Source: an optimization exercise on an open RTL-to-GDS flow (aim: small area). Production flows keep margins and buffers that such runs may drop. The RTL was checked by simulation tests, not by an equivalence proof against the original design. Power figures rest on the tool's default switching activity, not on a simulated workload.

**constraint.sdc**
```tcl
create_clock -name core_clock -period 25.0 [get_ports {clk}]
set_input_delay 5.0000 -clock core_clock [delete_from_list [all_inputs] [get_ports {clk}]]
set_output_delay 5.0000 -clock core_clock [all_outputs]
set_load 0.01 [all_outputs]
```
**config.mk**
```make
export PLATFORM = sky130hd
export DESIGN_NAME = hb_decim
export DESIGN_NICKNAME = hb_decim
export VERILOG_FILES = /design/flow/design.v
export SDC_FILE = /design/flow/constraint.sdc
export NUM_CORES = 4
export LEC_CHECK = 0
export CAP_MARGIN = 20
export CORE_MARGIN = 2
export CORE_UTILIZATION = 40
export PLACE_DENSITY = 0.6
export SLEW_MARGIN = 20
```
**run.sh**
```bash
#!/bin/bash
# synth_recipe.tcl (not shown) runs the flow's synth.tcl, then flattens the netlist and writes it again
# the make line also repeats each setting of config.mk as NAME=value (left out here)
make -C /OpenROAD-flow-scripts/flow DESIGN_CONFIG=/design/flow/config.mk WORK_HOME=/design/flow/orfs CLKGATE_MAP_FILE= SYNTH_SCRIPT=/design/flow/synth_recipe.tcl finish
```
**design.v**
```verilog
module hb_stage #(
    parameter integer W = 32,
    parameter integer L = 5
) (
    input  wire         clk,
    input  wire         wr,
    input  wire [W-1:0] din,
    output wire [W-1:0] head
);
    reg [W*L-1:0] r;
    assign head = r[W*L-1 -: W];
    generate
        if (L == 1) begin : g1
            always @(posedge clk) r <= wr ? din : head;
        end else begin : gn
            always @(posedge clk) r <= {r[W*(L-1)-1:0], wr ? din : head};
        end
    endgenerate
endmodule
module hb_decim (
    input  wire        clk,
    input  wire        rst,
    input  wire        in_valid,
    input  wire [31:0] in_data,
    output wire        t2_valid,
    output wire [31:0] t2_data,
    output wire        t3_valid,
    output wire [31:0] t3_data,
    output wire        t4_valid,
    output wire [31:0] t4_data,
    output wire        t5_valid,
    output wire [31:0] t5_data
);
    function integer m_of(input integer s);
        m_of = (s == 0) ? 5 : (s == 1) ? 7 : (s == 2) ? 11 : 19;
    endfunction
    function signed [22:0] coef(input [1:0] s, input [3:0] k);
        begin
            coef = 23'sd0;
            case (s)
                2'd0: case (k)
                    4'd0: coef =  23'sd2338087;
                    4'd1: coef = -23'sd241832;
                    4'd2: coef =  23'sd2887;
                    default: coef = 23'sd0;
                   endcase
                2'd1: case (k)
                    4'd0: coef =  23'sd2447711;
                    4'd1: coef = -23'sd393584;
                    4'd2: coef =  23'sd43147;
                    4'd3: coef = -23'sd349;
                    default: coef = 23'sd0;
                   endcase
                2'd2: case (k)
                    4'd0: coef =  23'sd2554595;
                    4'd1: coef = -23'sd593787;
                    4'd2: coef =  23'sd166659;
                    4'd3: coef = -23'sd33685;
                    4'd4: coef =  23'sd3382;
                    4'd5: coef = -23'sd28;
                    default: coef = 23'sd0;
                   endcase
                default: case (k)
                    4'd0: coef =  23'sd2639330;
                    4'd1: coef = -23'sd801240;
                    4'd2: coef =  23'sd397538;
                    4'd3: coef = -23'sd211800;
                    4'd4: coef =  23'sd109571;
                    4'd5: coef = -23'sd52170;
                    4'd6: coef =  23'sd21749;
                    4'd7: coef = -23'sd7383;
                    4'd8: coef =  23'sd1745;
                    4'd9: coef = -23'sd141;
                    default: coef = 23'sd0;
                   endcase
            endcase
        end
    endfunction
    reg  [31:0] x;           
    reg         busy;        
    reg   [1:0] stg;         
    reg   [4:0] k;           
    reg  [55:0] acc;
    reg   [3:0] tv;          
    reg   [3:0] pend;        
    reg   [3:0] wdone;       
    wire [31:0] e_head [0:3];
    wire [31:0] o_head [0:3];
    wire  [3:0] e_wr, o_wr;
    wire  [4:0] pa   [0:3];   
    wire  [3:0] e_ok, c_ok;   
    wire  [3:0] o_old;        
    wire  [3:0] in_s;         
    wire  [3:0] in_even;      
    wire pass_end = busy && (k == m_of(stg));
    genvar s;
    generate
        for (s = 0; s < 4; s = s + 1) begin : g_st
            localparam integer M = (s == 0) ? 5 : (s == 1) ? 7 : (s == 2) ? 11 : 19;
            localparam integer K = (M + 1) / 2;
            localparam integer CW = 6;
            reg [CW-1:0] cnt;    
            reg    [4:0] ea;     
            reg    [3:0] oa;     
            wire [CW-1:0] cnt_n = (cnt == 2*M + 2) ? 2*M + 1 : cnt + 1'b1;
            assign in_s[s]    = (s == 0) ? in_valid
                                         : (pass_end && stg == s - 1);
            assign in_even[s] = in_s[s] && !cnt_n[0];
            wire act = busy && (stg == s);
            assign e_wr[s]  = act && (k < M) && (ea == M - 1) && !wdone[s];
            assign o_wr[s]  = pend[s] && (oa == K - 1);
            assign o_old[s] = (oa == K - 1);
            assign pa[s]    = wdone[s] ? ea : ea + 1'b1;
            assign e_ok[s]  = (cnt >= 2 * pa[s] + 1);
            assign c_ok[s]  = (cnt >= M + 1);
            always @(posedge clk) begin
                if (rst) begin
                    cnt <= 0;
                    ea  <= M - 1;
                    oa  <= K - 1;
                end else begin
                    if (in_s[s]) cnt <= cnt_n;
                    if (!e_wr[s]) ea <= (ea == 0) ? M - 1 : ea - 1'b1;
                    if (!o_wr[s]) oa <= (oa == 0) ? K - 1 : oa - 1'b1;
                end
            end
            hb_stage #(.W(32), .L(M)) u_e (.clk(clk), .wr(e_wr[s]), .din(x), .head(e_head[s]));
            hb_stage #(.W(32), .L(K)) u_o (.clk(clk), .wr(o_wr[s]), .din(x), .head(o_head[s]));
        end
    endgenerate
    wire        xcyc = (k == m_of(stg));           
    wire  [4:0] pa_s = pa[stg];
    wire signed [31:0] opnd = xcyc ? x : (e_ok[stg] ? e_head[stg] : 32'd0);
    wire  [4:0] t    = xcyc ? m_of(stg) : (m_of(stg) > 2 * pa_s ? m_of(stg) - 2 * pa_s : 2 * pa_s - m_of(stg));
    wire signed [22:0] c = coef(stg, t[4:1]);
    wire signed [54:0] prod = opnd * c;
    wire        ctr  = (k < (m_of(stg) + 1) / 2) && o_old[stg] && c_ok[stg];
    wire signed [55:0] cterm = ctr ? {{2{o_head[stg][31]}}, o_head[stg], 22'd0} : 56'sd0;
    wire [55:0] acc_in   = (k == 0) ? 56'd4194304 : acc;
    wire [55:0] acc_next = acc_in + {prod[54], prod} + cterm;
    wire [32:0] sh  = acc_next[55:23];
    wire [31:0] y   = (sh[32] != sh[31]) ? {sh[32], {31{~sh[32]}}} : sh[31:0];
    always @(posedge clk) begin
        acc <= acc_next;
        if (rst) begin
            busy  <= 1'b0;
            stg   <= 2'd0;
            k     <= 5'd0;
            tv    <= 4'd0;
            pend  <= 4'd0;
            wdone <= 4'd0;
        end else begin
            tv <= 4'd0;
            pend <= (pend & ~o_wr) | (in_s & ~in_even);
            wdone <= (wdone | e_wr) & ~in_even;
            if (in_s[0])
                x <= in_data;
            if (busy) begin
                k <= k + 1'b1;
                if (pass_end) begin
                    x <= y;
                    tv[stg] <= 1'b1;
                    busy <= 1'b0;
                end
            end
            if (|in_even) begin
                busy <= 1'b1;
                k    <= 5'd0;
                stg  <= in_even[0] ? 2'd0 : in_even[1] ? 2'd1 : in_even[2] ? 2'd2 : 2'd3;
            end
        end
    end
    assign t2_valid = tv[0];
    assign t3_valid = tv[1];
    assign t4_valid = tv[2];
    assign t5_valid = tv[3];
    assign t2_data = x;
    assign t3_data = x;
    assign t4_data = x;
    assign t5_data = x;
endmodule
```
==> results.txt <==
registers in the layout, summed over array words and instances, names as in the netlist:
signal and flops:
pend 4, g_st.oa 16, g_st.u_o.r 736, g_st.ea 20, tv 4, stg 2, k 5, busy 1
g_st.u_e.r 1344, x 32, wdone 4, g_st.cnt 24, acc 56
cells in the final DEF (no fill, tap or decap), types with 44 or more instances in the layout:
cell type        netlist  layout
xor2_1                63      63
dfxtp_1             2216    2216
a31oi_1               47      46
a21o_1                68      68
fa_1                 790     790
nor2_1               498     490
o21a_1                45      44
a211oi_1              57      56
ha_1                 295     291
clkbuf_16              0     194
clkdlybuf4s50_1        0     164
nor3_1                50      46
nand2_1              669     667
xnor2_1               94      94
buf_4                102     124
o21ai_0              172     168
mux2_2               261     261
a222oi_1              65      65
inv_1                940     939
nor2b_1               60      58
clkbuf_8               0      51
a21oi_1              189     189
and2_1                50      48
cell families after synthesis:
family / after synthesis / share of synthesized area, %
multiplexers: 286 / 3.67
buffers and inverters: 1344 / 6.40
AO/OA/AOI/OAI: 814 / 6.30
XOR/XNOR: 157 / 1.58
AND/OR/NAND/NOR: 1534 / 7.67
flip-flops: 2248 / 52.0
adder cells (fa/ha/maj): 1085 / 22.4
final cells by class:
class	count	area [um2]	area share, %
Timing Repair Buffer	290	2580	2.63
Inverter	942	3540	3.60
Clock inverter	78	1120	1.14
Multi-Input combinational cell	3876	36500	37.1
Antenna cell	3	7.51	0.00764
Clock buffer	274	5670	5.76
Sequential cell	2248	45300	46.1
Tap cell	2854	3570	3.63
worst register-to-register path, delay by kind of cell (launching register included):
| family | cells | cell delay [ns] |
|---|---|---|
| XOR/XNOR | 2 | 0.23 |
| AO/OA/AOI/OAI | 23 | 6.43 |
| buffers and inverters | 9 | 1.93 |
| multiplexers | 1 | 0.13 |
| flip-flops | 1 | 0.56 |
| adder cells (fa/ha/maj) | 14 | 6.81 |
| AND/OR/NAND/NOR | 10 | 2.21 |
routing by layer:
layer | GRT usage, % | vias up | part of all wire, %
met5 | 0 | - | 0.022
met4 | 8.24 | 6 | 4.3
met3 | 3.79 | 423 | 6.5
met2 | 31.1 | 1573 | 46
met1 | 25.5 | 25928 | 43
li1 | - | 23724 | -
power by group:
group / switching [mW] / total (mW) / internal, mW / leakage [nW]
Combinational: 2.12 / 2.98 / 0.862 / 20.9
Sequential: 0.0904 / 3.93 / 3.84 / 18.3
Clock: 1.33 / 3.06 / 1.74 / 3.31
worst paths after layout:
kind / slack (ns) / start / end / cells past startpoint
min: 0.25 / g_st[2].u_o.r[124] / g_st[2].u_o.r[156] / 0
min reg2reg: 0.25 / g_st[2].u_o.r[124] / g_st[2].u_o.r[156] / 0
max reg2reg: 6.37 / stg[1] / x[29] / 59
max: 6.37 / stg[1] / x[29] / 59
==> results.txt <==
status=finished clean; YS warnings=9; count of pins over their slew limit=0; DR vias=51654; initial core utilization=40.2%; Synth top cells by count=dfxtp_1 (2216), inv_1 (940), fa_1 (790); Hold Path Class=flip-flop to flip-flop; largest net degree at the start of global routing=68; delay-heaviest family, CP=adder cells; EDFF count, synth=32; ys flop type=dfxtp_1; Post-Place Worst Slack=6.68 ns; FILL cells=19920; dpl cells=10210; RSZ-0062 raised after global routing=false; Die Area=222000 um2; initial antenna violation count=13; setup TNS=0 ns; Peak Freq=0.0537 GHz; hpwl dp=153 mm; CTS tree=yes; worst rel slew slack=19.3%; Leakage=42.5 nW; crit-path max FO=32; Setup Skew=0.0979 ns; fin worst setup slack=6.37 ns; gr usage total=19.4%; CTS resizes=0; Worst EP arrival=19.11 ns; initial DRC count=3661; period utilisation layout=74.5%; number of CTS-inserted buffers=191; Vias/cell=4.89; Reg clk slew, reported paths=0.07 ns; Hold WS=0.248 ns; Tot Pwr=9.98 mW; CP Data Required Time=25.48 ns; Die Y=471 um; global-route wire length before repair=328 mm; Crit path top cell by count=fa_1; PwrDens=101 nW/um2; Buffers & Inverters on Critical Path=9; final core occ=45.3%; H-tree Lvls=4; ys async rst share=0%; placed cell area=91500 um2; Area Overhead vs Synth=12.8%; maxcap violations=0; share of layout cells above drive strength 1=10.3%; worst slew pin tran=1.21 ns; Final Wtd Congestion=0.923; #FFs+latches synth=2248; slowest cell on the critical path=ha_1; critical path capture point type=flip-flop; PortBufs=166; Setup CP Type=flip-flop to flip-flop; clock tree buffer depth=3; Post-Syn Area=87200 um2; die width=471 um; Avg Inst Size Synth=11.7 um2; cell type with the largest total area after synthesis=dfxtp_1; routed len/inst=20.3 um; Peak supply drop=140 uV; WL final=214 mm; vias in the first global route=53686; type of origin of the critical path=flip-flop; CP max stage delay=0.86 ns; Placeable Area=217000 um2; Row Count=171; Final Cell Area=98300 um2; Seq/Total Area, Yosys=52.0%; Period minus WS final=18.63 ns; most common cell in the netlist=dfxtp_1; Routed Antenna Nets=0; grt total ovfl=0; drt drc=0; clk root buf=clkbuf_16; hold_buf cts=0; Hold Vio Cnt, Final=0; total iterations of the first detailed-routing run=6; Synth cell types=96; top cells by area, synth=dfxtp_1 (51%), fa_1 (18%), ha_1 (4.2%); Final Setup Violations=0; post-CTS setup buffers=0; Cells after Synth=7468; Final Non-Filler Cells=10565; syn_nets=8588; area share of the largest cell type after synthesis=50.9%; Final #Nets=8669; clk sink count=2248; IO Pins=167; later-pin clock latency in the skew report=0.84 ns

port drivers added, routing unchanged:
How much do the figures lean on ideal ports? The routed layout below was timed once more, with nothing changed but the port constraints. Step 1 (the two cells are an assumption about what drives the block):
set clk [get_ports {clk}]
set_driving_cell -lib_cell sky130_fd_sc_hd__clkbuf_16 $clk
set_driving_cell -lib_cell sky130_fd_sc_hd__buf_2 [delete_from_list [all_inputs] $clk]
Step 2 also shifts input and output timing later by t, the mid clock arrival at the registers, as if the neighbouring blocks saw the same clock. a / b / c = no drivers / after step 1 / after step 2; a / b = the first two.
t (ns): 0.879
setup slack, ns: 6.369 / 6.369 / 6.369
worst setup path after step 2: register to register
pins driven straight from the clock port: 1
After both steps this run still meets setup and hold. The setup slack of this run moves by 0.000 ns with the drivers and by 0.000 ns with both steps.
